Context: an optimization exercise on an open-source flow, tuned for small area, a short achievable clock period and few clock cycles per item. The choices shown serve that exercise and are no tape-out recipe.
RTL that was checked went through simulation tests only; none was proved equivalent to the original.
Only the layout flow was run in run 2; the RTL was not checked for function there.

==> flow/design.v (outline; a module is shown in full before it is edited, if it fits) <==
// module sr_gen: 2707 lines
// module sr_fa: 10 lines
// module sr_x3: 8 lines
module sr_gen (
    input  wire        clk,
    input  wire        rst,
    input  wire        in_valid,
    output wire        in_ready,
    input  wire        in_load,
    input  wire [63:0] in_j,
    input  wire [63:0] in_s,
    input  wire [31:0] in_t,
    input  wire [47:0] in_x,
    output wire        out_valid,
    input  wire        out_ready,
    output wire [23:0] out_u
);
  // ...
==> flow/flow/run.sh <==
#!/bin/bash
# Layout: the standard flow (standard.sh) with the standard synthesis
# unchanged. After synthesis two things differ from the standard run:
#  - the port buffers are buf_2 cells instead of the delay cell that
#    buffer_ports picks by default (every port still gets its buffer);
#  - the delay cells (clkdlybuf4s*, dlygate*, dlymetal*) are added to the
#    platform's don't-use list, so the repair of slew, capacitance and long
#    wires uses plain buffers.
# Each tool's output goes to a log file of its own in this folder.
set -euo pipefail
bash standard.sh synth > synth.log 2>&1
FULL=$(make -s -C "$FLOW_HOME" DESIGN_CONFIG="$PWD/config.mk" WORK_HOME="$PWD/orfs" \
       print-DONT_USE_CELLS 2> print_dont_use.log | sed -n 's/^DONT_USE_CELLS: //p')
DU="$FULL"
for c in clkdlybuf4s15_1 clkdlybuf4s15_2 clkdlybuf4s18_1 clkdlybuf4s18_2 \
         clkdlybuf4s25_1 clkdlybuf4s25_2 clkdlybuf4s50_1 clkdlybuf4s50_2 \
         dlygate4sd1_1 dlygate4sd2_1 dlygate4sd3_1 \
         dlymetal6s2s_1 dlymetal6s4s_1 dlymetal6s6s_1; do
  DU="$DU sky130_fd_sc_hd__$c"
done
echo "DONT_USE_CELLS=$DU" > dont_use.txt
bash standard.sh "DONT_USE_CELLS=$DU" \
  "BUFFER_PORTS_ARGS=-buffer_cell sky130_fd_sc_hd__buf_2" finish > layout.log 2>&1
==> flow/standard.sh <==
#!/bin/bash
# synth_recipe.tcl (not shown) runs the flow's synth.tcl, then flattens the netlist and writes it again
# the make line also repeats each setting of config.mk as NAME=value (left out here)
make -C /OpenROAD-flow-scripts/flow DESIGN_CONFIG=/design/flow/config.mk WORK_HOME=/design/flow/orfs CLKGATE_MAP_FILE= SYNTH_SCRIPT=/design/flow/synth_recipe.tcl "${@:-finish}"
==> flow/config.mk <==
export PLATFORM = sky130hd
export DESIGN_NAME = sr_gen
export DESIGN_NICKNAME = sr_gen
export VERILOG_FILES = /design/flow/design.v
export SDC_FILE = /design/flow/constraint.sdc
export NUM_CORES = 4
export LEC_CHECK = 0
export CAP_MARGIN = 40
export CORE_MARGIN = 2
export CORE_UTILIZATION = 50
export GPL_ROUTABILITY_DRIVEN = 0
export PLACE_DENSITY = 0.6
export SETUP_SLACK_MARGIN = 0.4
export SLEW_MARGIN = 70
export SYNTH_HIERARCHICAL = 1
==> flow/constraint.sdc <==
create_clock -name core_clock -period 12.0 [get_ports {clk}]
set_input_delay 2.4000 -clock core_clock [delete_from_list [all_inputs] [get_ports {clk}]]
set_output_delay 2.4000 -clock core_clock [all_outputs]
set_load 0.01 [all_outputs]
==> flow_metrics.env, run 1 <==
export IMPL_syn_nets=5989
export IMPL_whs_ns=0.425
export IMPL_setup_viol=0
export IMPL_layout_cells_non_filler=6293
export IMPL_clock_root_buffer="clkbuf_16"
export IMPL_clock_path_buffers=3
export IMPL_run_status="finished clean"
export IMPL_dominant_cells="multi-input combinational cells"
export IMPL_track_usage_pct=35.1
export IMPL_worst_path_stages=13
export IMPL_fin_crit_ns=4.39
export IMPL_cp_arrival_ns=4.97
export IMPL_synth_area_um2=57500
export IMPL_fin_util_pct=57.3
export IMPL_min_delay_start="k3"
export IMPL_slowest_stage="ha_1"
export IMPL_synthMuxAreaShare_pct=2.04
export IMPL_avgSynthCellArea_um2=13.1
export IMPL_routed_wl_mm=202
export IMPL_rsz0062_at_grt="no"
export IMPL_cp_endpoint="key[28]"
export IMPL_dpl_cell_count=6124
export IMPL_sh_seq_area_pct=27.0
export IMPL_synthXorXnorAreaFrac_pct=4.15
export IMPL_worstPathBufferInverterCount=1
export IMPL_yosysSeqAreaShare_pct=30.1
export IMPL_slew_headroom_pct=68.1
export IMPL_min_path_cells=0
export IMPL_nonClkBufAreaFrac_pct=3.41
export IMPL_die_area_um2=118000
Testbench counts, summed over its fixed seeds: cycles 26,224, items 23,844.
==> run 2, diff against run 1 <==
--- a/flow/design.v
+++ b/flow/design.v
@@ -492,17 +492,17 @@
     sr_fa ta_fata_s231 (.a(ta_s227), .b(ta_c215), .c(ta_c216), .s(ta_s231), .co(ta_c231));
     wire ta_s232, ta_c232;
     sr_fa ta_fata_s232 (.a(ta_c217), .b(ta_s228), .c(ta_s229), .s(ta_s232), .co(ta_c232));
     wire ta_s233, ta_c233;
     sr_fa ta_fata_s233 (.a(ta_s230), .b(ta_c218), .c(ta_c219), .s(ta_s233), .co(ta_c233));
     wire ta_s234, ta_c234;
     sr_fa ta_fata_s234 (.a(ta_s231), .b(ta_s232), .c(ta_c220), .s(ta_s234), .co(ta_c234));
     wire ta_s235, ta_c235;
-    sr_fa ta_fata_s235 (.a(ta_s233), .b(ta_c221), .c(ta_s234), .s(ta_s235), .co(ta_c235));
+    sr_fa ta_fata_s235 (.a(cs1[0]), .b(cs1[1]), .c(cs1[2]), .s(ta_s235), .co(ta_c235));
     wire ta_s236, ta_c236;
     sr_fa ta_fata_s236 (.a(na1[40]), .b(a1[38]), .c(a1[36]), .s(ta_s236), .co(ta_c236));
     wire ta_s237, ta_c237;
     sr_fa ta_fata_s237 (.a(na1[33]), .b(na1[31]), .c(a1[23]), .s(ta_s237), .co(ta_c237));
     wire ta_s238, ta_c238;
     sr_fa ta_fata_s238 (.a(na1[21]), .b(na1[19]), .c(a1[17]), .s(ta_s238), .co(ta_c238));
     wire ta_s239, ta_c239;
     sr_fa ta_fata_s239 (.a(na1[15]), .b(a1[13]), .c(na1[11]), .s(ta_s239), .co(ta_c239));
@@ -520,17 +520,17 @@
     sr_fa ta_fata_s245 (.a(ta_s244), .b(ta_c228), .c(ta_c229), .s(ta_s245), .co(ta_c245));
     wire ta_s246, ta_c246;
     sr_fa ta_fata_s246 (.a(ta_c230), .b(ta_s241), .c(ta_s242), .s(ta_s246), .co(ta_c246));
     wire ta_s247, ta_c247;
     sr_fa ta_fata_s247 (.a(ta_s243), .b(ta_c231), .c(ta_c232), .s(ta_s247), .co(ta_c247));
     wire ta_s248, ta_c248;
     sr_fa ta_fata_s248 (.a(ta_s245), .b(ta_s246), .c(ta_c233), .s(ta_s248), .co(ta_c248));
     wire ta_s249, ta_c249;
-    sr_fa ta_fata_s249 (.a(ta_s247), .b(ta_c234), .c(ta_s248), .s(ta_s249), .co(ta_c249));
+    sr_fa ta_fata_s249 (.a(cs1[3]), .b(cs1[4]), .c(cs1[5]), .s(ta_s249), .co(ta_c249));
     wire ta_s250, ta_c250;
     sr_fa ta_fata_s250 (.a(na1[41]), .b(a1[39]), .c(a1[37]), .s(ta_s250), .co(ta_c250));
     wire ta_s251, ta_c251;
     sr_fa ta_fata_s251 (.a(na1[34]), .b(na1[32]), .c(a1[24]), .s(ta_s251), .co(ta_c251));
     wire ta_s252, ta_c252;
     sr_fa ta_fata_s252 (.a(na1[22]), .b(na1[20]), .c(a1[18]), .s(ta_s252), .co(ta_c252));
     wire ta_s253, ta_c253;
     sr_fa ta_fata_s253 (.a(na1[16]), .b(a1[14]), .c(na1[12]), .s(ta_s253), .co(ta_c253));
@@ -548,17 +548,17 @@
     sr_fa ta_fata_s259 (.a(ta_c241), .b(ta_c242), .c(ta_c243), .s(ta_s259), .co(ta_c259));
     wire ta_s260, ta_c260;
     sr_fa ta_fata_s260 (.a(ta_s255), .b(ta_s256), .c(ta_s257), .s(ta_s260), .co(ta_c260));
     wire ta_s261, ta_c261;
     sr_fa ta_fata_s261 (.a(ta_s258), .b(ta_c245), .c(ta_c246), .s(ta_s261), .co(ta_c261));
     wire ta_s262, ta_c262;
     sr_fa ta_fata_s262 (.a(ta_s259), .b(ta_s260), .c(ta_c247), .s(ta_s262), .co(ta_c262));
     wire ta_s263, ta_c263;
-    sr_fa ta_fata_s263 (.a(ta_s261), .b(ta_c248), .c(ta_s262), .s(ta_s263), .co(ta_c263));
+    sr_fa ta_fata_s263 (.a(cs1[6]), .b(cs1[7]), .c(cs1[8]), .s(ta_s263), .co(ta_c263));
     wire ta_s264, ta_c264;
     sr_fa ta_fata_s264 (.a(na1[42]), .b(a1[40]), .c(a1[38]), .s(ta_s264), .co(ta_c264));
     wire ta_s265, ta_c265;
     sr_fa ta_fata_s265 (.a(na1[35]), .b(na1[33]), .c(a1[25]), .s(ta_s265), .co(ta_c265));
     wire ta_s266, ta_c266;
     sr_fa ta_fata_s266 (.a(na1[23]), .b(na1[21]), .c(a1[19]), .s(ta_s266), .co(ta_c266));
     wire ta_s267, ta_c267;
     sr_fa ta_fata_s267 (.a(na1[17]), .b(a1[15]), .c(na1[13]), .s(ta_s267), .co(ta_c267));
@@ -604,17 +604,17 @@
     sr_fa ta_fata_s287 (.a(ta_c270), .b(ta_c271), .c(ta_s283), .s(ta_s287), .co(ta_c287));
     wire ta_s288, ta_c288;
     sr_fa ta_fata_s288 (.a(ta_s284), .b(ta_s285), .c(ta_c272), .s(ta_s288), .co(ta_c288));
     wire ta_s289, ta_c289;
     sr_fa ta_fata_s289 (.a(ta_c273), .b(ta_s286), .c(ta_s287), .s(ta_s289), .co(ta_c289));
     wire ta_s290, ta_c290;
     sr_fa ta_fata_s290 (.a(ta_c274), .b(ta_s288), .c(ta_c275), .s(ta_s290), .co(ta_c290));
     wire ta_s291, ta_c291;
-    sr_fa ta_fata_s291 (.a(ta_s289), .b(ta_c276), .c(ta_s290), .s(ta_s291), .co(ta_c291));
+    sr_fa ta_fata_s291 (.a(cs1[9]), .b(cs1[10]), .c(cs1[11]), .s(ta_s291), .co(ta_c291));
     wire ta_s292, ta_c292;
     sr_fa ta_fata_s292 (.a(na1[44]), .b(a1[42]), .c(a1[40]), .s(ta_s292), .co(ta_c292));
     wire ta_s293, ta_c293;
     sr_fa ta_fata_s293 (.a(na1[37]), .b(na1[35]), .c(a1[27]), .s(ta_s293), .co(ta_c293));
     wire ta_s294, ta_c294;
     sr_fa ta_fata_s294 (.a(na1[25]), .b(na1[23]), .c(a1[21]), .s(ta_s294), .co(ta_c294));
     wire ta_s295, ta_c295;
     sr_fa ta_fata_s295 (.a(na1[19]), .b(a1[17]), .c(na1[15]), .s(ta_s295), .co(ta_c295));
@@ -632,17 +632,17 @@
     sr_fa ta_fata_s301 (.a(ta_c284), .b(ta_c285), .c(ta_s297), .s(ta_s301), .co(ta_c301));
     wire ta_s302, ta_c302;
     sr_fa ta_fata_s302 (.a(ta_s298), .b(ta_s299), .c(ta_c286), .s(ta_s302), .co(ta_c302));
     wire ta_s303, ta_c303;
     sr_fa ta_fata_s303 (.a(ta_c287), .b(ta_s300), .c(ta_s301), .s(ta_s303), .co(ta_c303));
     wire ta_s304, ta_c304;
     sr_fa ta_fata_s304 (.a(ta_c288), .b(ta_s302), .c(ta_c289), .s(ta_s304), .co(ta_c304));
     wire ta_s305, ta_c305;
-    sr_fa ta_fata_s305 (.a(ta_s303), .b(ta_c290), .c(ta_s304), .s(ta_s305), .co(ta_c305));
+    sr_fa ta_fata_s305 (.a(cs1[12]), .b(cs1[13]), .c(cs1[14]), .s(ta_s305), .co(ta_c305));
     wire ta_s306, ta_c306;
     sr_fa ta_fata_s306 (.a(na1[45]), .b(a1[43]), .c(a1[41]), .s(ta_s306), .co(ta_c306));
     wire ta_s307, ta_c307;
     sr_fa ta_fata_s307 (.a(na1[38]), .b(na1[36]), .c(a1[28]), .s(ta_s307), .co(ta_c307));
     wire ta_s308, ta_c308;
     sr_fa ta_fata_s308 (.a(na1[26]), .b(na1[24]), .c(a1[22]), .s(ta_s308), .co(ta_c308));
     wire ta_s309, ta_c309;
     sr_fa ta_fata_s309 (.a(na1[20]), .b(a1[18]), .c(na1[16]), .s(ta_s309), .co(ta_c309));
@@ -660,17 +660,17 @@
     sr_fa ta_fata_s315 (.a(ta_c298), .b(ta_c299), .c(ta_s311), .s(ta_s315), .co(ta_c315));
     wire ta_s316, ta_c316;
     sr_fa ta_fata_s316 (.a(ta_s312), .b(ta_s313), .c(ta_c300), .s(ta_s316), .co(ta_c316));
     wire ta_s317, ta_c317;
     sr_fa ta_fata_s317 (.a(ta_c301), .b(ta_s314), .c(ta_s315), .s(ta_s317), .co(ta_c317));
     wire ta_s318, ta_c318;
     sr_fa ta_fata_s318 (.a(ta_c302), .b(ta_s316), .c(ta_c303), .s(ta_s318), .co(ta_c318));
     wire ta_s319, ta_c319;
-    sr_fa ta_fata_s319 (.a(ta_s317), .b(ta_c304), .c(ta_s318), .s(ta_s319), .co(ta_c319));
+    sr_fa ta_fata_s319 (.a(cs1[15]), .b(cs1[16]), .c(cs1[17]), .s(ta_s319), .co(ta_c319));
     wire ta_s320, ta_c320;
     sr_fa ta_fata_s320 (.a(na1[46]), .b(a1[44]), .c(a1[42]), .s(ta_s320), .co(ta_c320));
     wire ta_s321, ta_c321;
     sr_fa ta_fata_s321 (.a(na1[39]), .b(na1[37]), .c(a1[29]), .s(ta_s321), .co(ta_c321));
     wire ta_s322, ta_c322;
     sr_fa ta_fata_s322 (.a(na1[27]), .b(na1[25]), .c(a1[23]), .s(ta_s322), .co(ta_c322));
     wire ta_s323, ta_c323;
     sr_fa ta_fata_s323 (.a(na1[21]), .b(a1[19]), .c(na1[17]), .s(ta_s323), .co(ta_c323));
@@ -688,17 +688,17 @@
     sr_fa ta_fata_s329 (.a(ta_c312), .b(ta_c313), .c(ta_s325), .s(ta_s329), .co(ta_c329));
     wire ta_s330, ta_c330;
     sr_fa ta_fata_s330 (.a(ta_s326), .b(ta_s327), .c(ta_c314), .s(ta_s330), .co(ta_c330));
     wire ta_s331, ta_c331;
     sr_fa ta_fata_s331 (.a(ta_c315), .b(ta_s328), .c(ta_s329), .s(ta_s331), .co(ta_c331));
     wire ta_s332, ta_c332;
     sr_fa ta_fata_s332 (.a(ta_c316), .b(ta_s330), .c(ta_c317), .s(ta_s332), .co(ta_c332));
     wire ta_s333, ta_c333;
-    sr_fa ta_fata_s333 (.a(ta_s331), .b(ta_c318), .c(ta_s332), .s(ta_s333), .co(ta_c333));
+    sr_fa ta_fata_s333 (.a(cs1[18]), .b(cs1[19]), .c(cs1[20]), .s(ta_s333), .co(ta_c333));
     wire ta_s334, ta_c334;
     sr_fa ta_fata_s334 (.a(na1[47]), .b(a1[45]), .c(a1[43]), .s(ta_s334), .co(ta_c334));
     wire ta_s335, ta_c335;
     sr_fa ta_fata_s335 (.a(na1[40]), .b(na1[38]), .c(a1[30]), .s(ta_s335), .co(ta_c335));
     wire ta_s336, ta_c336;
     sr_fa ta_fata_s336 (.a(na1[28]), .b(na1[26]), .c(a1[24]), .s(ta_s336), .co(ta_c336));
     wire ta_s337, ta_c337;
     sr_fa ta_fata_s337 (.a(na1[22]), .b(a1[20]), .c(na1[18]), .s(ta_s337), .co(ta_c337));
@@ -716,17 +716,17 @@
     sr_fa ta_fata_s343 (.a(ta_c326), .b(ta_c327), .c(ta_s339), .s(ta_s343), .co(ta_c343));
     wire ta_s344, ta_c344;
     sr_fa ta_fata_s344 (.a(ta_s340), .b(ta_s341), .c(ta_c328), .s(ta_s344), .co(ta_c344));
     wire ta_s345, ta_c345;
     sr_fa ta_fata_s345 (.a(ta_c329), .b(ta_s342), .c(ta_s343), .s(ta_s345), .co(ta_c345));
     wire ta_s346, ta_c346;
     sr_fa ta_fata_s346 (.a(ta_c330), .b(ta_s344), .c(ta_c331), .s(ta_s346), .co(ta_c346));
     wire ta_s347, ta_c347;
-    sr_fa ta_fata_s347 (.a(ta_s345), .b(ta_c332), .c(ta_s346), .s(ta_s347), .co(ta_c347));
+    sr_fa ta_fata_s347 (.a(cs1[21]), .b(cs1[22]), .c(cs1[23]), .s(ta_s347), .co(ta_c347));
     wire ta_s348, ta_c348;
     sr_fa ta_fata_s348 (.a(na1[48]), .b(a1[46]), .c(a1[44]), .s(ta_s348), .co(ta_c348));
     wire ta_s349, ta_c349;
     sr_fa ta_fata_s349 (.a(na1[41]), .b(na1[39]), .c(a1[31]), .s(ta_s349), .co(ta_c349));
     wire ta_s350, ta_c350;
     sr_fa ta_fata_s350 (.a(na1[29]), .b(na1[27]), .c(a1[25]), .s(ta_s350), .co(ta_c350));
     wire ta_s351, ta_c351;
     sr_fa ta_fata_s351 (.a(na1[23]), .b(a1[21]), .c(na1[19]), .s(ta_s351), .co(ta_c351));
@@ -746,17 +746,17 @@
     sr_fa ta_fata_s358 (.a(ta_s353), .b(ta_s354), .c(ta_s355), .s(ta_s358), .co(ta_c358));
     wire ta_s359, ta_c359;
     sr_fa ta_fata_s359 (.a(ta_s356), .b(ta_c342), .c(ta_c343), .s(ta_s359), .co(ta_c359));
     wire ta_s360, ta_c360;
     sr_fa ta_fata_s360 (.a(ta_s357), .b(ta_s358), .c(ta_c344), .s(ta_s360), .co(ta_c360));
     wire ta_s361, ta_c361;
     sr_fa ta_fata_s361 (.a(ta_c345), .b(ta_s359), .c(ta_s360), .s(ta_s361), .co(ta_c361));
     wire ta_s362, ta_c362;
-    sr_fa ta_fata_s362 (.a(cs1[0]), .b(cs1[1]), .c(cs1[2]), .s(ta_s362), .co(ta_c362));
+    sr_fa ta_fata_s362 (.a(cs1[24]), .b(cs1[25]), .c(ta_c347), .s(ta_s362), .co(ta_c362));
     wire ta_s363, ta_c363;
     sr_fa ta_fata_s363 (.a(na1[49]), .b(a1[47]), .c(a1[45]), .s(ta_s363), .co(ta_c363));
     wire ta_s364, ta_c364;
     sr_fa ta_fata_s364 (.a(na1[42]), .b(na1[40]), .c(a1[32]), .s(ta_s364), .co(ta_c364));
     wire ta_s365, ta_c365;
     sr_fa ta_fata_s365 (.a(na1[30]), .b(na1[28]), .c(a1[26]), .s(ta_s365), .co(ta_c365));
     wire ta_s366, ta_c366;
     sr_fa ta_fata_s366 (.a(na1[24]), .b(a1[22]), .c(na1[20]), .s(ta_s366), .co(ta_c366));
@@ -776,17 +776,17 @@
     sr_fa ta_fata_s373 (.a(ta_c356), .b(ta_s368), .c(ta_s369), .s(ta_s373), .co(ta_c373));
     wire ta_s374, ta_c374;
     sr_fa ta_fata_s374 (.a(ta_s370), .b(ta_s371), .c(ta_c357), .s(ta_s374), .co(ta_c374));
     wire ta_s375, ta_c375;
     sr_fa ta_fata_s375 (.a(ta_c358), .b(ta_s372), .c(ta_s373), .s(ta_s375), .co(ta_c375));
     wire ta_s376, ta_c376;
     sr_fa ta_fata_s376 (.a(ta_c359), .b(ta_s374), .c(ta_s375), .s(ta_s376), .co(ta_c376));
     wire ta_s377, ta_c377;
-    sr_fa ta_fata_s377 (.a(cs1[3]), .b(cs1[4]), .c(cs1[5]), .s(ta_s377), .co(ta_c377));
+    sr_fa ta_fata_s377 (.a(cs1[26]), .b(cs1[27]), .c(cs1[28]), .s(ta_s377), .co(ta_c377));
     wire ta_s378, ta_c378;
     sr_fa ta_fata_s378 (.a(na1[50]), .b(a1[48]), .c(a1[46]), .s(ta_s378), .co(ta_c378));
     wire ta_s379, ta_c379;
     sr_fa ta_fata_s379 (.a(na1[43]), .b(na1[41]), .c(a1[33]), .s(ta_s379), .co(ta_c379));
     wire ta_s380, ta_c380;
     sr_fa ta_fata_s380 (.a(na1[31]), .b(na1[29]), .c(a1[27]), .s(ta_s380), .co(ta_c380));
     wire ta_s381, ta_c381;
     sr_fa ta_fata_s381 (.a(na1[25]), .b(a1[23]), .c(na1[21]), .s(ta_s381), .co(ta_c381));
@@ -806,17 +806,17 @@
     sr_fa ta_fata_s388 (.a(ta_c371), .b(ta_s383), .c(ta_s384), .s(ta_s388), .co(ta_c388));
     wire ta_s389, ta_c389;
     sr_fa ta_fata_s389 (.a(ta_s385), .b(ta_s386), .c(ta_c372), .s(ta_s389), .co(ta_c389));
     wire ta_s390, ta_c390;
     sr_fa ta_fata_s390 (.a(ta_c373), .b(ta_s387), .c(ta_s388), .s(ta_s390), .co(ta_c390));
     wire ta_s391, ta_c391;
     sr_fa ta_fata_s391 (.a(ta_c374), .b(ta_c375), .c(ta_s389), .s(ta_s391), .co(ta_c391));
     wire ta_s392, ta_c392;
-    sr_fa ta_fata_s392 (.a(ta_s390), .b(ta_c376), .c(ta_s391), .s(ta_s392), .co(ta_c392));
+    sr_fa ta_fata_s392 (.a(cs1[29]), .b(cs1[30]), .c(cs1[31]), .s(ta_s392), .co(ta_c392));
     wire ta_s393, ta_c393;
     sr_fa ta_fata_s393 (.a(na1[51]), .b(a1[49]), .c(a1[47]), .s(ta_s393), .co(ta_c393));
     wire ta_s394, ta_c394;
     sr_fa ta_fata_s394 (.a(na1[44]), .b(na1[42]), .c(a1[34]), .s(ta_s394), .co(ta_c394));
     wire ta_s395, ta_c395;
     sr_fa ta_fata_s395 (.a(na1[32]), .b(na1[30]), .c(a1[28]), .s(ta_s395), .co(ta_c395));
     wire ta_s396, ta_c396;
     sr_fa ta_fata_s396 (.a(na1[26]), .b(a1[24]), .c(na1[22]), .s(ta_s396), .co(ta_c396));
@@ -838,17 +838,17 @@
     sr_fa ta_fata_s404 (.a(ta_s399), .b(ta_s400), .c(ta_s401), .s(ta_s404), .co(ta_c404));
     wire ta_s405, ta_c405;
     sr_fa ta_fata_s405 (.a(ta_c387), .b(ta_c388), .c(ta_s402), .s(ta_s405), .co(ta_c405));
     wire ta_s406, ta_c406;
     sr_fa ta_fata_s406 (.a(ta_s403), .b(ta_s404), .c(ta_c389), .s(ta_s406), .co(ta_c406));
     wire ta_s407, ta_c407;
     sr_fa ta_fata_s407 (.a(ta_c390), .b(ta_s405), .c(ta_c391), .s(ta_s407), .co(ta_c407));
     wire ta_s408, ta_c408;
-    sr_fa ta_fata_s408 (.a(cs1[6]), .b(cs1[7]), .c(cs1[8]), .s(ta_s408), .co(ta_c408));
+    sr_fa ta_fata_s408 (.a(cs1[32]), .b(ta_c392), .c(cs1[33]), .s(ta_s408), .co(ta_c408));
     wire ta_s409, ta_c409;
     sr_fa ta_fata_s409 (.a(na1[52]), .b(a1[50]), .c(a1[48]), .s(ta_s409), .co(ta_c409));
     wire ta_s410, ta_c410;
     sr_fa ta_fata_s410 (.a(na1[45]), .b(na1[43]), .c(a1[35]), .s(ta_s410), .co(ta_c410));
     wire ta_s411, ta_c411;
     sr_fa ta_fata_s411 (.a(na1[33]), .b(na1[31]), .c(a1[29]), .s(ta_s411), .co(ta_c411));
     wire ta_s412, ta_c412;
     sr_fa ta_fata_s412 (.a(na1[27]), .b(a1[25]), .c(na1[23]), .s(ta_s412), .co(ta_c412));
@@ -870,17 +870,17 @@
     sr_fa ta_fata_s420 (.a(ta_s415), .b(ta_s416), .c(ta_s417), .s(ta_s420), .co(ta_c420));
     wire ta_s421, ta_c421;
     sr_fa ta_fata_s421 (.a(ta_s418), .b(ta_c402), .c(ta_c403), .s(ta_s421), .co(ta_c421));
     wire ta_s422, ta_c422;
     sr_fa ta_fata_s422 (.a(ta_c404), .b(ta_s419), .c(ta_s420), .s(ta_s422), .co(ta_c422));
     wire ta_s423, ta_c423;
     sr_fa ta_fata_s423 (.a(ta_c405), .b(ta_s421), .c(ta_s422), .s(ta_s423), .co(ta_c423));
     wire ta_s424, ta_c424;
-    sr_fa ta_fata_s424 (.a(cs1[9]), .b(cs1[10]), .c(cs1[11]), .s(ta_s424), .co(ta_c424));
+    sr_fa ta_fata_s424 (.a(cs1[34]), .b(cs1[35]), .c(cs1[36]), .s(ta_s424), .co(ta_c424));
     wire ta_s425, ta_c425;
     sr_fa ta_fata_s425 (.a(na1[53]), .b(a1[51]), .c(a1[49]), .s(ta_s425), .co(ta_c425));
     wire ta_s426, ta_c426;
     sr_fa ta_fata_s426 (.a(na1[46]), .b(na1[44]), .c(a1[36]), .s(ta_s426), .co(ta_c426));
     wire ta_s427, ta_c427;
     sr_fa ta_fata_s427 (.a(na1[34]), .b(na1[32]), .c(a1[30]), .s(ta_s427), .co(ta_c427));
     wire ta_s428, ta_c428;
     sr_fa ta_fata_s428 (.a(na1[28]), .b(a1[26]), .c(na1[24]), .s(ta_s428), .co(ta_c428));
@@ -904,17 +904,17 @@
     sr_fa ta_fata_s437 (.a(ta_s432), .b(ta_s433), .c(ta_s434), .s(ta_s437), .co(ta_c437));
     wire ta_s438, ta_c438;
     sr_fa ta_fata_s438 (.a(ta_c419), .b(ta_s435), .c(ta_c420), .s(ta_s438), .co(ta_c438));
     wire ta_s439 = ~1'b0 ^ ta_s436 ^ ta_s437;
     wire ta_c439 = (~1'b0 & ta_s436) | (~1'b0 & ta_s437) | (ta_s436 & ta_s437);
     wire ta_s440, ta_c440;
     sr_fa ta_fata_s440 (.a(ta_c421), .b(ta_s439), .c(ta_c422), .s(ta_s440), .co(ta_c440));
     wire ta_s441, ta_c441;
-    sr_fa ta_fata_s441 (.a(ta_s438), .b(ta_c423), .c(ta_s440), .s(ta_s441), .co(ta_c441));
+    sr_fa ta_fata_s441 (.a(cs1[37]), .b(cs1[38]), .c(cs1[39]), .s(ta_s441), .co(ta_c441));
     wire ta_s442, ta_c442;
     sr_fa ta_fata_s442 (.a(na1[54]), .b(a1[52]), .c(a1[50]), .s(ta_s442), .co(ta_c442));
     wire ta_s443, ta_c443;
     sr_fa ta_fata_s443 (.a(na1[47]), .b(na1[45]), .c(a1[37]), .s(ta_s443), .co(ta_c443));
     wire ta_s444, ta_c444;
     sr_fa ta_fata_s444 (.a(na1[35]), .b(na1[33]), .c(a1[31]), .s(ta_s444), .co(ta_c444));
     wire ta_s445, ta_c445;
     sr_fa ta_fata_s445 (.a(na1[29]), .b(a1[27]), .c(na1[25]), .s(ta_s445), .co(ta_c445));
@@ -938,17 +938,17 @@
     sr_fa ta_fata_s454 (.a(ta_s449), .b(ta_s450), .c(ta_s451), .s(ta_s454), .co(ta_c454));
     wire ta_s455, ta_c455;
     sr_fa ta_fata_s455 (.a(ta_c435), .b(ta_c436), .c(ta_s452), .s(ta_s455), .co(ta_c455));
     wire ta_s456, ta_c456;
     sr_fa ta_fata_s456 (.a(ta_c437), .b(ta_s453), .c(ta_s454), .s(ta_s456), .co(ta_c456));
     wire ta_s457, ta_c457;
     sr_fa ta_fata_s457 (.a(ta_c439), .b(ta_c438), .c(ta_s455), .s(ta_s457), .co(ta_c457));
     wire ta_s458, ta_c458;
-    sr_fa ta_fata_s458 (.a(ta_s456), .b(ta_c440), .c(ta_s457), .s(ta_s458), .co(ta_c458));
+    sr_fa ta_fata_s458 (.a(cs1[40]), .b(cs1[41]), .c(cs1[42]), .s(ta_s458), .co(ta_c458));
     wire ta_s459, ta_c459;
     sr_fa ta_fata_s459 (.a(na1[55]), .b(a1[53]), .c(a1[51]), .s(ta_s459), .co(ta_c459));
     wire ta_s460, ta_c460;
     sr_fa ta_fata_s460 (.a(na1[48]), .b(na1[46]), .c(a1[38]), .s(ta_s460), .co(ta_c460));
     wire ta_s461, ta_c461;
     sr_fa ta_fata_s461 (.a(na1[36]), .b(na1[34]), .c(a1[32]), .s(ta_s461), .co(ta_c461));
     wire ta_s462, ta_c462;
     sr_fa ta_fata_s462 (.a(na1[30]), .b(a1[28]), .c(na1[26]), .s(ta_s462), .co(ta_c462));
@@ -972,17 +972,17 @@
     sr_fa ta_fata_s471 (.a(ta_s466), .b(ta_s467), .c(ta_s468), .s(ta_s471), .co(ta_c471));
     wire ta_s472, ta_c472;
     sr_fa ta_fata_s472 (.a(ta_c452), .b(ta_c453), .c(ta_s469), .s(ta_s472), .co(ta_c472));
     wire ta_s473, ta_c473;
     sr_fa ta_fata_s473 (.a(ta_c454), .b(ta_s470), .c(ta_s471), .s(ta_s473), .co(ta_c473));
     wire ta_s474, ta_c474;
     sr_fa ta_fata_s474 (.a(ta_c455), .b(ta_s472), .c(ta_c456), .s(ta_s474), .co(ta_c474));
     wire ta_s475, ta_c475;
-    sr_fa ta_fata_s475 (.a(ta_s473), .b(ta_c457), .c(ta_s474), .s(ta_s475), .co(ta_c475));
+    sr_fa ta_fata_s475 (.a(cs1[43]), .b(cs1[44]), .c(cs1[45]), .s(ta_s475), .co(ta_c475));
     wire ta_s476, ta_c476;
     sr_fa ta_fata_s476 (.a(na1[56]), .b(a1[54]), .c(a1[52]), .s(ta_s476), .co(ta_c476));
     wire ta_s477, ta_c477;
     sr_fa ta_fata_s477 (.a(na1[49]), .b(na1[47]), .c(a1[39]), .s(ta_s477), .co(ta_c477));
     wire ta_s478, ta_c478;
     sr_fa ta_fata_s478 (.a(na1[37]), .b(na1[35]), .c(a1[33]), .s(ta_s478), .co(ta_c478));
     wire ta_s479, ta_c479;
     sr_fa ta_fata_s479 (.a(na1[31]), .b(a1[29]), .c(na1[27]), .s(ta_s479), .co(ta_c479));
@@ -1008,17 +1008,17 @@
     sr_fa ta_fata_s489 (.a(ta_s484), .b(ta_s485), .c(ta_s486), .s(ta_s489), .co(ta_c489));
     wire ta_s490, ta_c490;
     sr_fa ta_fata_s490 (.a(ta_c469), .b(ta_c470), .c(ta_s487), .s(ta_s490), .co(ta_c490));
     wire ta_s491, ta_c491;
     sr_fa ta_fata_s491 (.a(ta_c471), .b(ta_s488), .c(ta_s489), .s(ta_s491), .co(ta_c491));
     wire ta_s492, ta_c492;
     sr_fa ta_fata_s492 (.a(ta_c472), .b(ta_s490), .c(ta_c473), .s(ta_s492), .co(ta_c492));
     wire ta_s493, ta_c493;
-    sr_fa ta_fata_s493 (.a(ta_s491), .b(ta_c474), .c(ta_s492), .s(ta_s493), .co(ta_c493));
+    sr_fa ta_fata_s493 (.a(cs1[46]), .b(cs1[47]), .c(cs1[48]), .s(ta_s493), .co(ta_c493));
     wire ta_s494, ta_c494;
     sr_fa ta_fata_s494 (.a(na1[57]), .b(a1[55]), .c(a1[53]), .s(ta_s494), .co(ta_c494));
     wire ta_s495, ta_c495;
     sr_fa ta_fata_s495 (.a(na1[50]), .b(na1[48]), .c(a1[40]), .s(ta_s495), .co(ta_c495));
     wire ta_s496, ta_c496;
     sr_fa ta_fata_s496 (.a(na1[38]), .b(na1[36]), .c(a1[34]), .s(ta_s496), .co(ta_c496));
     wire ta_s497, ta_c497;
     sr_fa ta_fata_s497 (.a(na1[32]), .b(a1[30]), .c(na1[28]), .s(ta_s497), .co(ta_c497));
@@ -1044,17 +1044,17 @@
     sr_fa ta_fata_s507 (.a(ta_s502), .b(ta_s503), .c(ta_s504), .s(ta_s507), .co(ta_c507));
     wire ta_s508, ta_c508;
     sr_fa ta_fata_s508 (.a(ta_c487), .b(ta_c488), .c(ta_s505), .s(ta_s508), .co(ta_c508));
     wire ta_s509, ta_c509;
     sr_fa ta_fata_s509 (.a(ta_c489), .b(ta_s506), .c(ta_s507), .s(ta_s509), .co(ta_c509));
     wire ta_s510, ta_c510;
     sr_fa ta_fata_s510 (.a(ta_c490), .b(ta_s508), .c(ta_c491), .s(ta_s510), .co(ta_c510));
     wire ta_s511, ta_c511;
-    sr_fa ta_fata_s511 (.a(ta_s509), .b(ta_c492), .c(ta_s510), .s(ta_s511), .co(ta_c511));
+    sr_fa ta_fata_s511 (.a(cs1[49]), .b(cs1[50]), .c(cs1[51]), .s(ta_s511), .co(ta_c511));
     wire ta_s512, ta_c512;
     sr_fa ta_fata_s512 (.a(na1[58]), .b(a1[56]), .c(a1[54]), .s(ta_s512), .co(ta_c512));
     wire ta_s513, ta_c513;
     sr_fa ta_fata_s513 (.a(na1[51]), .b(na1[49]), .c(a1[41]), .s(ta_s513), .co(ta_c513));
     wire ta_s514, ta_c514;
     sr_fa ta_fata_s514 (.a(na1[39]), .b(na1[37]), .c(a1[35]), .s(ta_s514), .co(ta_c514));
     wire ta_s515, ta_c515;
     sr_fa ta_fata_s515 (.a(na1[33]), .b(a1[31]), .c(na1[29]), .s(ta_s515), .co(ta_c515));
@@ -1080,17 +1080,17 @@
     sr_fa ta_fata_s525 (.a(ta_s520), .b(ta_s521), .c(ta_s522), .s(ta_s525), .co(ta_c525));
     wire ta_s526, ta_c526;
     sr_fa ta_fata_s526 (.a(ta_c505), .b(ta_c506), .c(ta_c507), .s(ta_s526), .co(ta_c526));
     wire ta_s527, ta_c527;
     sr_fa ta_fata_s527 (.a(ta_s523), .b(ta_s524), .c(ta_s525), .s(ta_s527), .co(ta_c527));
     wire ta_s528, ta_c528;
     sr_fa ta_fata_s528 (.a(ta_c508), .b(ta_c509), .c(ta_s526), .s(ta_s528), .co(ta_c528));
     wire ta_s529, ta_c529;
-    sr_fa ta_fata_s529 (.a(ta_s527), .b(ta_c510), .c(ta_s528), .s(ta_s529), .co(ta_c529));
+    sr_fa ta_fata_s529 (.a(cs1[52]), .b(cs1[53]), .c(cs1[54]), .s(ta_s529), .co(ta_c529));
     wire ta_s530, ta_c530;
     sr_fa ta_fata_s530 (.a(na1[59]), .b(a1[57]), .c(a1[55]), .s(ta_s530), .co(ta_c530));
     wire ta_s531, ta_c531;
     sr_fa ta_fata_s531 (.a(na1[52]), .b(na1[50]), .c(a1[42]), .s(ta_s531), .co(ta_c531));
     wire ta_s532, ta_c532;
     sr_fa ta_fata_s532 (.a(na1[40]), .b(na1[38]), .c(a1[36]), .s(ta_s532), .co(ta_c532));
     wire ta_s533, ta_c533;
     sr_fa ta_fata_s533 (.a(na1[34]), .b(a1[32]), .c(na1[30]), .s(ta_s533), .co(ta_c533));
@@ -1118,17 +1118,17 @@
     sr_fa ta_fata_s544 (.a(ta_c522), .b(ta_c523), .c(ta_c524), .s(ta_s544), .co(ta_c544));
     wire ta_s545, ta_c545;
     sr_fa ta_fata_s545 (.a(ta_s541), .b(ta_s542), .c(ta_s543), .s(ta_s545), .co(ta_c545));
     wire ta_s546, ta_c546;
     sr_fa ta_fata_s546 (.a(ta_c525), .b(ta_c526), .c(ta_s544), .s(ta_s546), .co(ta_c546));
     wire ta_s547 = ~1'b0 ^ ta_s545 ^ ta_c527;
     wire ta_c547 = (~1'b0 & ta_s545) | (~1'b0 & ta_c527) | (ta_s545 & ta_c527);
     wire ta_s548, ta_c548;
-    sr_fa ta_fata_s548 (.a(ta_c528), .b(ta_s546), .c(ta_s547), .s(ta_s548), .co(ta_c548));
+    sr_fa ta_fata_s548 (.a(cs1[55]), .b(cs1[56]), .c(cs1[57]), .s(ta_s548), .co(ta_c548));
     wire ta_s549, ta_c549;
     sr_fa ta_fata_s549 (.a(na1[60]), .b(a1[58]), .c(a1[56]), .s(ta_s549), .co(ta_c549));
     wire ta_s550, ta_c550;
     sr_fa ta_fata_s550 (.a(na1[53]), .b(na1[51]), .c(a1[43]), .s(ta_s550), .co(ta_c550));
     wire ta_s551, ta_c551;
     sr_fa ta_fata_s551 (.a(na1[41]), .b(na1[39]), .c(a1[37]), .s(ta_s551), .co(ta_c551));
     wire ta_s552, ta_c552;
     sr_fa ta_fata_s552 (.a(na1[35]), .b(a1[33]), .c(na1[31]), .s(ta_s552), .co(ta_c552));
@@ -1156,17 +1156,17 @@
     sr_fa ta_fata_s563 (.a(ta_s559), .b(ta_c541), .c(ta_c542), .s(ta_s563), .co(ta_c563));
     wire ta_s564, ta_c564;
     sr_fa ta_fata_s564 (.a(ta_s560), .b(ta_c543), .c(ta_s561), .s(ta_s564), .co(ta_c564));
     wire ta_s565, ta_c565;
     sr_fa ta_fata_s565 (.a(ta_s562), .b(ta_c544), .c(ta_s563), .s(ta_s565), .co(ta_c565));
     wire ta_s566, ta_c566;
     sr_fa ta_fata_s566 (.a(ta_c545), .b(ta_s564), .c(ta_c546), .s(ta_s566), .co(ta_c566));
     wire ta_s567, ta_c567;
-    sr_fa ta_fata_s567 (.a(cs1[12]), .b(cs1[13]), .c(cs1[14]), .s(ta_s567), .co(ta_c567));
+    sr_fa ta_fata_s567 (.a(cs1[58]), .b(cs1[59]), .c(ta_c548), .s(ta_s567), .co(ta_c567));
     wire ta_s568, ta_c568;
     sr_fa ta_fata_s568 (.a(na1[61]), .b(a1[59]), .c(a1[57]), .s(ta_s568), .co(ta_c568));
     wire ta_s569, ta_c569;
     sr_fa ta_fata_s569 (.a(na1[54]), .b(na1[52]), .c(a1[44]), .s(ta_s569), .co(ta_c569));
     wire ta_s570, ta_c570;
     sr_fa ta_fata_s570 (.a(na1[42]), .b(na1[40]), .c(a1[38]), .s(ta_s570), .co(ta_c570));
     wire ta_s571, ta_c571;
     sr_fa ta_fata_s571 (.a(na1[36]), .b(a1[34]), .c(na1[32]), .s(ta_s571), .co(ta_c571));
@@ -1196,17 +1196,17 @@
     sr_fa ta_fata_s583 (.a(ta_c560), .b(ta_c561), .c(ta_c562), .s(ta_s583), .co(ta_c583));
     wire ta_s584, ta_c584;
     sr_fa ta_fata_s584 (.a(ta_s580), .b(ta_s581), .c(ta_s582), .s(ta_s584), .co(ta_c584));
     wire ta_s585, ta_c585;
     sr_fa ta_fata_s585 (.a(ta_c563), .b(ta_c564), .c(ta_s583), .s(ta_s585), .co(ta_c585));
     wire ta_s586 = ~1'b0 ^ ta_s584 ^ ta_c565;
     wire ta_c586 = (~1'b0 & ta_s584) | (~1'b0 & ta_c565) | (ta_s584 & ta_c565);
     wire ta_s587, ta_c587;
-    sr_fa ta_fata_s587 (.a(cs1[15]), .b(cs1[16]), .c(cs1[17]), .s(ta_s587), .co(ta_c587));
+    sr_fa ta_fata_s587 (.a(cs1[60]), .b(cs1[61]), .c(cs1[62]), .s(ta_s587), .co(ta_c587));
     wire ta_s588, ta_c588;
     sr_fa ta_fata_s588 (.a(na1[62]), .b(a1[60]), .c(a1[58]), .s(ta_s588), .co(ta_c588));
     wire ta_s589, ta_c589;
     sr_fa ta_fata_s589 (.a(na1[55]), .b(na1[53]), .c(a1[45]), .s(ta_s589), .co(ta_c589));
     wire ta_s590, ta_c590;
     sr_fa ta_fata_s590 (.a(na1[43]), .b(na1[41]), .c(a1[39]), .s(ta_s590), .co(ta_c590));
     wire ta_s591, ta_c591;
     sr_fa ta_fata_s591 (.a(na1[37]), .b(a1[35]), .c(na1[33]), .s(ta_s591), .co(ta_c591));
@@ -1234,19 +1234,19 @@
     sr_fa ta_fata_s602 (.a(ta_s596), .b(ta_s597), .c(ta_s598), .s(ta_s602), .co(ta_c602));
     wire ta_s603, ta_c603;
     sr_fa ta_fata_s603 (.a(ta_s599), .b(ta_c580), .c(ta_c581), .s(ta_s603), .co(ta_c603));
     wire ta_s604, ta_c604;
     sr_fa ta_fata_s604 (.a(ta_c582), .b(ta_s600), .c(ta_s601), .s(ta_s604), .co(ta_c604));
     wire ta_s605, ta_c605;
     sr_fa ta_fata_s605 (.a(ta_s602), .b(ta_c583), .c(ta_s603), .s(ta_s605), .co(ta_c605));
     wire ta_s606, ta_c606;
-    sr_fa ta_fata_s606 (.a(ta_c584), .b(ta_s604), .c(ta_c585), .s(ta_s606), .co(ta_c606));
+    sr_fa ta_fata_s606 (.a(cs1[63]), .b(cs1[64]), .c(cs1[65]), .s(ta_s606), .co(ta_c606));
     wire ta_s607, ta_c607;
-    sr_fa ta_fata_s607 (.a(cs1[18]), .b(cs1[19]), .c(cs1[20]), .s(ta_s607), .co(ta_c607));
+    sr_fa ta_fata_s607 (.a(cs1[66]), .b(cs1[67]), .c(ta_s606), .s(ta_s607), .co(ta_c607));
     wire ta_s608, ta_c608;
     sr_fa ta_fata_s608 (.a(na1[63]), .b(a1[61]), .c(a1[59]), .s(ta_s608), .co(ta_c608));
     wire ta_s609, ta_c609;
     sr_fa ta_fata_s609 (.a(na1[56]), .b(na1[54]), .c(a1[46]), .s(ta_s609), .co(ta_c609));
     wire ta_s610, ta_c610;
     sr_fa ta_fata_s610 (.a(na1[44]), .b(na1[42]), .c(a1[40]), .s(ta_s610), .co(ta_c610));
     wire ta_s611, ta_c611;
     sr_fa ta_fata_s611 (.a(na1[38]), .b(a1[36]), .c(na1[34]), .s(ta_s611), .co(ta_c611));
@@ -1276,20 +1276,20 @@
     sr_fa ta_fata_s623 (.a(ta_s619), .b(ta_c600), .c(ta_c601), .s(ta_s623), .co(ta_c623));
     wire ta_s624, ta_c624;
     sr_fa ta_fata_s624 (.a(ta_c602), .b(ta_s620), .c(ta_s621), .s(ta_s624), .co(ta_c624));
     wire ta_s625, ta_c625;
     sr_fa ta_fata_s625 (.a(ta_s622), .b(ta_c603), .c(ta_c604), .s(ta_s625), .co(ta_c625));
     wire ta_s626, ta_c626;
     sr_fa ta_fata_s626 (.a(ta_s623), .b(ta_s624), .c(ta_c605), .s(ta_s626), .co(ta_c626));
     wire ta_s627, ta_c627;
-    sr_fa ta_fata_s627 (.a(cs1[21]), .b(cs1[22]), .c(cs1[23]), .s(ta_s627), .co(ta_c627));
-    reg  [126:0] cs1;
-    wire [126:0] cs1_d = {ta_s566, ta_s548, ta_c529, ta_s529, ta_c511, ta_s511, ta_c493, ta_s493, ta_c475, ta_s475, ta_c458, ta_s458, ta_c441, ta_s441, ta_s392, ta_s347, ta_c333, ta_s333, ta_c319, ta_s319, ta_c305, ta_s305, ta_c291, ta_s291, ta_c277, ta_s277, ta_c263, ta_s263, ta_c249, ta_s249, ta_c235, ta_s235, ta_c222, ta_s222, ta_c209, ta_s209, ta_c197, ta_s197, ta_c185, ta_s185, ta_c173, ta_s173, ta_c162, ta_s162, ta_c151, ta_s151, ta_c140, ta_s140, ta_s129, ta_c119, ta_s119, ta_c109, ta_s109, ta_c100, ta_s100, ta_s91, ta_c83, ta_s83, ta_c75, ta_s75, ta_c68, ta_s68, ta_s61, ta_c55, ta_s55, ta_c49, ta_s49, ta_c44, ta_s44, ta_c39, ta_s39, ta_c35, ta_s35, ta_s31, ta_c28, ta_s28, ta_c25, ta_s25, ta_c22, ta_s22, ta_c19, ta_s19, ta_c16, ta_s16, ta_c13, ta_s13, ta_c10, ta_s10, ta_c7, ta_s7, ta_c5, ta_s5, ta_s3, ta_c2, ta_s2, ta_c1, ta_s1, a1[1], na1[3], a1[0], na1[2], na1[1], na1[0], ta_s626, ta_c606, ta_s625, ta_s606, ta_c586, ta_s605, ta_c566, ta_s586, ta_s585, ta_c548, ta_s565, ta_c547, ta_c407, ta_s423, ta_c406, ta_s407, ta_c392, ta_s406, ta_c361, ta_s376, ta_c360, ta_c347, ta_s361, ta_c346};
-    wire [63:0] pa_628 = {ta_c607, ta_c587, ta_c567, cs1[126], cs1[124], cs1[122], cs1[120], cs1[118], cs1[116], cs1[114], ta_c424, ta_c408, ta_s408, ta_c377, ta_c362, ta_s362, cs1[110], cs1[108], cs1[106], cs1[104], cs1[102], cs1[100], cs1[98], cs1[96], cs1[94], cs1[92], cs1[90], cs1[88], cs1[86], cs1[84], cs1[82], cs1[80], cs1[79], cs1[77], cs1[75], cs1[73], cs1[72], cs1[70], cs1[68], cs1[66], cs1[65], cs1[63], cs1[61], cs1[59], cs1[57], cs1[55], cs1[54], cs1[52], cs1[50], cs1[48], cs1[46], cs1[44], cs1[42], cs1[40], cs1[38], cs1[36], 1'b1, cs1[33], cs1[31], cs1[30], cs1[28], cs1[26], cs1[25], cs1[24]} + {ta_s627, ta_s607, ta_s587, ta_s567, cs1[125], cs1[123], cs1[121], cs1[119], cs1[117], cs1[115], cs1[113], ta_s424, 1'b0, cs1[112], ta_s377, 1'b0, cs1[111], cs1[109], cs1[107], cs1[105], cs1[103], cs1[101], cs1[99], cs1[97], cs1[95], cs1[93], cs1[91], cs1[89], cs1[87], cs1[85], cs1[83], cs1[81], 1'b0, cs1[78], cs1[76], cs1[74], 1'b0, cs1[71], cs1[69], cs1[67], 1'b0, cs1[64], cs1[62], cs1[60], cs1[58], cs1[56], 1'b0, cs1[53], cs1[51], cs1[49], cs1[47], cs1[45], cs1[43], cs1[41], cs1[39], cs1[37], cs1[35], cs1[34], cs1[32], 1'b0, cs1[29], cs1[27], 1'b0, 1'b1};
+    sr_fa ta_fata_s627 (.a(cs1[68]), .b(ta_c606), .c(cs1[69]), .s(ta_s627), .co(ta_c627));
+    reg  [143:0] cs1;
+    wire [143:0] cs1_d = {ta_s566, ta_c277, ta_s277, ta_c222, ta_s222, ta_c209, ta_s209, ta_c197, ta_s197, ta_c185, ta_s185, ta_c173, ta_s173, ta_c162, ta_s162, ta_c151, ta_s151, ta_c140, ta_s140, ta_s129, ta_c119, ta_s119, ta_c109, ta_s109, ta_c100, ta_s100, ta_s91, ta_c83, ta_s83, ta_c75, ta_s75, ta_c68, ta_s68, ta_s61, ta_c55, ta_s55, ta_c49, ta_s49, ta_c44, ta_s44, ta_c39, ta_s39, ta_c35, ta_s35, ta_s31, ta_c28, ta_s28, ta_c25, ta_s25, ta_c22, ta_s22, ta_c19, ta_s19, ta_c16, ta_s16, ta_c13, ta_s13, ta_c10, ta_s10, ta_c7, ta_s7, ta_c5, ta_s5, ta_s3, ta_c2, ta_s2, ta_c1, ta_s1, a1[1], na1[3], a1[0], na1[2], na1[1], na1[0], ta_s626, ta_s625, ta_c586, ta_s605, ta_c585, ta_s604, ta_c584, ta_c566, ta_s586, ta_s585, ta_s565, ta_c547, ta_s547, ta_s546, ta_c528, ta_s528, ta_c510, ta_s527, ta_s510, ta_c492, ta_s509, ta_s492, ta_c474, ta_s491, ta_s474, ta_c457, ta_s473, ta_s457, ta_c440, ta_s456, ta_s440, ta_c423, ta_s438, ta_c407, ta_s423, ta_c406, ta_s407, ta_s406, ta_s391, ta_c376, ta_s390, ta_c361, ta_s376, ta_c360, ta_s361, ta_c346, ta_s346, ta_c332, ta_s345, ta_s332, ta_c318, ta_s331, ta_s318, ta_c304, ta_s317, ta_s304, ta_c290, ta_s303, ta_s290, ta_c276, ta_s289, ta_s262, ta_c248, ta_s261, ta_s248, ta_c234, ta_s247, ta_s234, ta_c221, ta_s233};
+    wire [63:0] pa_628 = {ta_c607, ta_c587, ta_c567, cs1[143], ta_c529, ta_c511, ta_c493, ta_c475, ta_c458, ta_c441, ta_c424, ta_c408, ta_s408, ta_c377, ta_c362, ta_s362, ta_c333, ta_c319, ta_c305, ta_c291, cs1[142], ta_c263, ta_c249, ta_c235, cs1[140], cs1[138], cs1[136], cs1[134], cs1[132], cs1[130], cs1[128], cs1[126], cs1[125], cs1[123], cs1[121], cs1[119], cs1[118], cs1[116], cs1[114], cs1[112], cs1[111], cs1[109], cs1[107], cs1[105], cs1[103], cs1[101], cs1[100], cs1[98], cs1[96], cs1[94], cs1[92], cs1[90], cs1[88], cs1[86], cs1[84], cs1[82], 1'b1, cs1[79], cs1[77], cs1[76], cs1[74], cs1[72], cs1[71], cs1[70]} + {ta_s627, ta_s607, ta_s587, ta_s567, ta_s548, ta_s529, ta_s511, ta_s493, ta_s475, ta_s458, ta_s441, ta_s424, 1'b0, ta_s392, ta_s377, 1'b0, ta_s347, ta_s333, ta_s319, ta_s305, ta_s291, cs1[141], ta_s263, ta_s249, ta_s235, cs1[139], cs1[137], cs1[135], cs1[133], cs1[131], cs1[129], cs1[127], 1'b0, cs1[124], cs1[122], cs1[120], 1'b0, cs1[117], cs1[115], cs1[113], 1'b0, cs1[110], cs1[108], cs1[106], cs1[104], cs1[102], 1'b0, cs1[99], cs1[97], cs1[95], cs1[93], cs1[91], cs1[89], cs1[87], cs1[85], cs1[83], cs1[81], cs1[80], cs1[78], 1'b0, cs1[75], cs1[73], 1'b0, 1'b1};
     wire [63:0] m1 = {pa_628[63], pa_628[62], pa_628[61], pa_628[60], pa_628[59], pa_628[58], pa_628[57], pa_628[56], pa_628[55], pa_628[54], pa_628[53], pa_628[52], pa_628[51], pa_628[50], pa_628[49], pa_628[48], pa_628[47], pa_628[46], pa_628[45], pa_628[44], pa_628[43], pa_628[42], pa_628[41], pa_628[40], pa_628[39], pa_628[38], pa_628[37], pa_628[36], pa_628[35], pa_628[34], pa_628[33], pa_628[32], pa_628[31], pa_628[30], pa_628[29], pa_628[28], pa_628[27], pa_628[26], pa_628[25], pa_628[24], pa_628[23], pa_628[22], pa_628[21], pa_628[20], pa_628[19], pa_628[18], pa_628[17], pa_628[16], pa_628[15], pa_628[14], pa_628[13], pa_628[12], pa_628[11], pa_628[10], pa_628[9], pa_628[8], pa_628[7], pa_628[6], pa_628[5], pa_628[4], pa_628[3], pa_628[2], pa_628[1], pa_628[0]};
     wire [63:0] a2_d = m1 ^ (m1 >> 29);
     wire tb_s629, tb_c629;
     sr_fa tb_fatb_s629 (.a(a2[6]), .b(a2[4]), .c(na2[0]), .s(tb_s629), .co(tb_c629));
     wire tb_s630, tb_c630;
     sr_fa tb_fatb_s630 (.a(a2[7]), .b(a2[5]), .c(na2[1]), .s(tb_s630), .co(tb_c630));
     wire tb_s631, tb_c631;
     sr_fa tb_fatb_s631 (.a(a2[8]), .b(a2[6]), .c(na2[2]), .s(tb_s631), .co(tb_c631));
==> flow/config.mk (replaced) <==
export PLATFORM = sky130hd
export DESIGN_NAME = sr_gen
export DESIGN_NICKNAME = sr_gen
export VERILOG_FILES = /design/flow/design.v
export SDC_FILE = /design/flow/constraint.sdc
export NUM_CORES = 4
export LEC_CHECK = 0
export CAP_MARGIN = 40
export CORE_MARGIN = 2
export CORE_UTILIZATION = 50
export GPL_ROUTABILITY_DRIVEN = 0
export PLACE_DENSITY = 0.65
export SETUP_SLACK_MARGIN = 0.4
export SLEW_MARGIN = 70
export SYNTH_HIERARCHICAL = 1
==> run 2 against run 1 <==
Critical path depth stayed put; sequential share of layout area is 0.41 points higher; non-clock buffer count stayed put; setup slack better by 0.077 ns; fmax is 1.8% higher; global-route usage is 0.70 points lower; via count is 0.85% higher; die area is 0.59% higher; first-iteration DRC count is 10% higher; routed wire length is 1.4% lower.
==> flow_metrics.env, run 2 <==
export IMPL_top_register="cs1"
export IMPL_cts_sinks=792
export IMPL_cts_hold_fix_buffers=0
export IMPL_ys_warn_count=7
export IMPL_synthArstFlopShare_pct=0
export IMPL_synth_top_family_by_area="adder cells"
export IMPL_crit_chain="fa_2 -> ha_1 -> nand4_2 -> nor4_2 -> nand2_1 -> o31a_1 -> and3_2 -> o22ai_2 -> mux2_2 -> o211ai_1 -> buf_2 -> nor2_1 -> a21oi_1"
export IMPL_numPortBuffers=238
export IMPL_worst_slack_ns=7.68
export IMPL_antenna_found_initial=9
export IMPL_postCtsSetupBuffers=0
export IMPL_use_met3_pct=11.1
export IMPL_yosysTopAreaCellShare_pct=43.7
export IMPL_cts_resized=0
export IMPL_yosys_area_share_adder_pct=46.5
export IMPL_rsz0062_at_grt="no"
export IMPL_cp_arrival_ns=4.79
export IMPL_vias_per_cell=6.20
export IMPL_hold_path_class="register to register"
export IMPL_top_regs="cs1 x144, cs2 x127, fifo x120"
export IMPL_synth_area_um2=57900
export IMPL_path_max_fanout=6
export IMPL_placementRows=124
export IMPL_worstMarginPinSlew_ns=0.523
export IMPL_synthTopCellsByCount="fa_1 (1,263), dfxtp_1 (612), nor2_1 (249)"
export IMPL_synth_simple_gate_area_share_pct=5.88
export IMPL_firstDrtPassIters=8
export IMPL_dpl_hpwl_mm=160
export IMPL_cp_endpoint="ou[20]"
export IMPL_clock_fmax_ghz=0.232
export IMPL_synth_area_leaders="fa_1 (44%), dfxtp_1 (21%), edfxtp_1 (9.3%), ha_1 (2.8%), xnor2_1 (2.3%)"
export IMPL_insertion_delay_ns=0.69
export IMPL_slew_violations=0
export IMPL_crit_type="register to register"
export IMPL_worstSetupStartpoint="cs2[0]"
export IMPL_ioPinCount=239
export IMPL_vias=39092
export IMPL_first_global_vias=41611
export IMPL_layout_common_cells="fa_1 (1,258), dfxtp_1 (452), buf_2 (329)"
export IMPL_die_h_um=344
export IMPL_maxCapViolCount=0
export IMPL_start_util_pct=50.5
export IMPL_htreeDepth=3
export IMPL_slowest_stage="ha_1"
export IMPL_use_met1_pct=42.8
export IMPL_busiest_layer="met2"
export IMPL_gr_total_overflow=0
export IMPL_end_kind="register"
export IMPL_avgSynthCellArea_um2=13.1
export IMPL_ys_ff_latch=792
export IMPL_slew_headroom_pct=65.1
export IMPL_drtAntennaViolNets=0
export IMPL_clock_path_buffers=3
export IMPL_post_synth_inst_count=4400
export IMPL_met2_usage_pct=52.4
export IMPL_dpl_worst_slack_ns=7.57
export IMPL_final_period_utilization_pct=36.0
export IMPL_largest_reg_flops=144
export IMPL_synth_compound_area_share_pct=8.47
export IMPL_synth_edf_count=180
export IMPL_die_x_um=344
export IMPL_syn_nets=6006
export IMPL_r2r_start="cs2[0]"
export IMPL_fin_nets=6330
export IMPL_remaining_drc_errors=0
export IMPL_r2r_end="ou[20]"
export IMPL_cts_buffers=86
export IMPL_synth_ff_type="dfxtp_1"
export IMPL_grt_pass1_wl_mm=285
export IMPL_clock_root_buffer="clkbuf_16"
export IMPL_track_usage_pct=34.4
export IMPL_wl_per_cell_um=31.5
export IMPL_drt_iter0_drc=4972
export IMPL_fin_crit_ns=4.32
export IMPL_grt_max_degree=89
export IMPL_die_area_um2=118000
export IMPL_synthMuxAreaShare_pct=2.02
export IMPL_tns_ns=0
export IMPL_core_um2=115000
export IMPL_finalHoldViolCount=0
export IMPL_syn2layout_area_growth_pct=13.4
export IMPL_ys_types=97
export IMPL_run_status="finished clean"
export IMPL_slowest_delay_ns=0.51
export IMPL_synthXorXnorAreaFrac_pct=4.12
export IMPL_worstSetupStartpointType="register"
export IMPL_routed_wl_mm=199
export IMPL_yosysSeqAreaShare_pct=30.5
export IMPL_finClkSkew_ns=0.0236
export IMPL_cts_tree="built"
export IMPL_r2r_worst_path_cells=13
export IMPL_rrSetupSlack_ns=7.68
export IMPL_yosys_cell_count_top_type="fa_1"
export IMPL_synth_top_cell_by_area="fa_1"
export IMPL_layout_drive_gt1_share_pct=18.2
export IMPL_clk_transition_reported_paths_ns=0.06
export IMPL_final_common_cell="fa_1"
export IMPL_cp_required_ns=12.48
export IMPL_setup_viol=0
run 2: worst min-delay path by stage:
stage	from	to	slack, ns	cells after the start
final	k3	k4	0.43	0
after CTS	k3	k4	0.42	0
after detailed placement	k3	k4	0.41	0
after floorplan	k1	k2	0.40	0
after global placement	k1	k2	0.40	0
after global routing	k3	k4	0.43	0
run 2: metal layers:
metal | up-vias | wire (um) | share of wire (%)
met5 | - | 37 | 0.019
met4 | 6 | 15600 | 7.9
met3 | 788 | 24000 | 12
met2 | 2856 | 89100 | 45
met1 | 20041 | 70100 | 35
li1 | 15401 | - | -
run 2: kinds of logic after synthesis:
| family | after synthesis |
|---|---|
| xor gates and xnor gates | 260 |
| muxes | 85 |
| and+or+nand+nor | 731 |
| AOI/OAI and AO/OA | 764 |
| DFF | 792 |
| buffers and inverters | 375 |
| adders and majority gates | 1393 |
run 2: per-stage QoR:
step	hold slack, ns	util, %	std cells	area, um2
after floorplan	0.400	-	4400	57900
after global placement	0.403	53.1	6091	60800
after detailed placement	0.407	54.6	6142	62500
after CTS	0.421	57.1	6297	65300
after global routing	0.428	57.3	6303	65600
final	0.425	57.3	6308	65600
run 2: layout make-up:
class | instances | area [um2]
sequential | 792 | 18000
tap | 1512 | 1890
fill | 9332 | 48900
multi-input combinational | 3233 | 39800
antenna | 5 | 12.5
timing repair buffer | 386 | 2250
inverter | 225 | 850
clock buffer | 116 | 2470
clock inverter | 39 | 378
run 2: worst max-delay path: cells and delay by family (launching register included):
| family | cells | cell delay [ns] |
|---|---|---|
| compound gates | 4 | 1.08 |
| flops | 1 | 0.33 |
| simple gates | 5 | 1.14 |
| fa+ha+maj | 2 | 0.94 |
| buf+inv | 1 | 0.22 |
| mux | 1 | 0.39 |
run 2: modules after synthesis (local to each module, per instance):
| module | area [um2] | flip-flops and latches | cells inside | times used |
|---|---|---|---|---|
| sr_fa | 20.0 | 0 | 1 | 1262 |
| sr_gen | 32600 | 792 | 3138 | 1 |

## static timing again, ports no longer ideal
Ports are ideal in the flow. The routed layouts listed here were re-timed in OpenROAD. Step 1, drivers: a clkbuf_16 drives clk and a buf_2 each remaining input, both assumed. Step 2 adds t to the input delays and takes it off the output delays; t is the mean of the earliest and latest rising clock arrival at the registers after step 1. Input paths then give back, and output paths get back, about the clock's delay inside the block. Slacks: ideal / step 1 / step 2; pairs: ideal / step 1.
| run | shift t [ns] | setup WS [ns] | slew at the worst register clock pin (ns) | worst slew at a driven data input, ns | pins driven straight from the clock port |
|---|---|---|---|---|---|
| run 1 | 0.749 | 7.607 / 7.607 / 7.411 | 0.07 / 0.07 | 0.09 | 1 |
| run 2 | 0.752 | 7.684 / 7.684 / 7.547 | 0.07 / 0.07 | 0.18 | 1 |
After both steps every run listed still meets setup and hold. For run 1, which loses most, drivers alone change the setup slack by 0.000 ns; drivers and shift together by -0.196 ns.
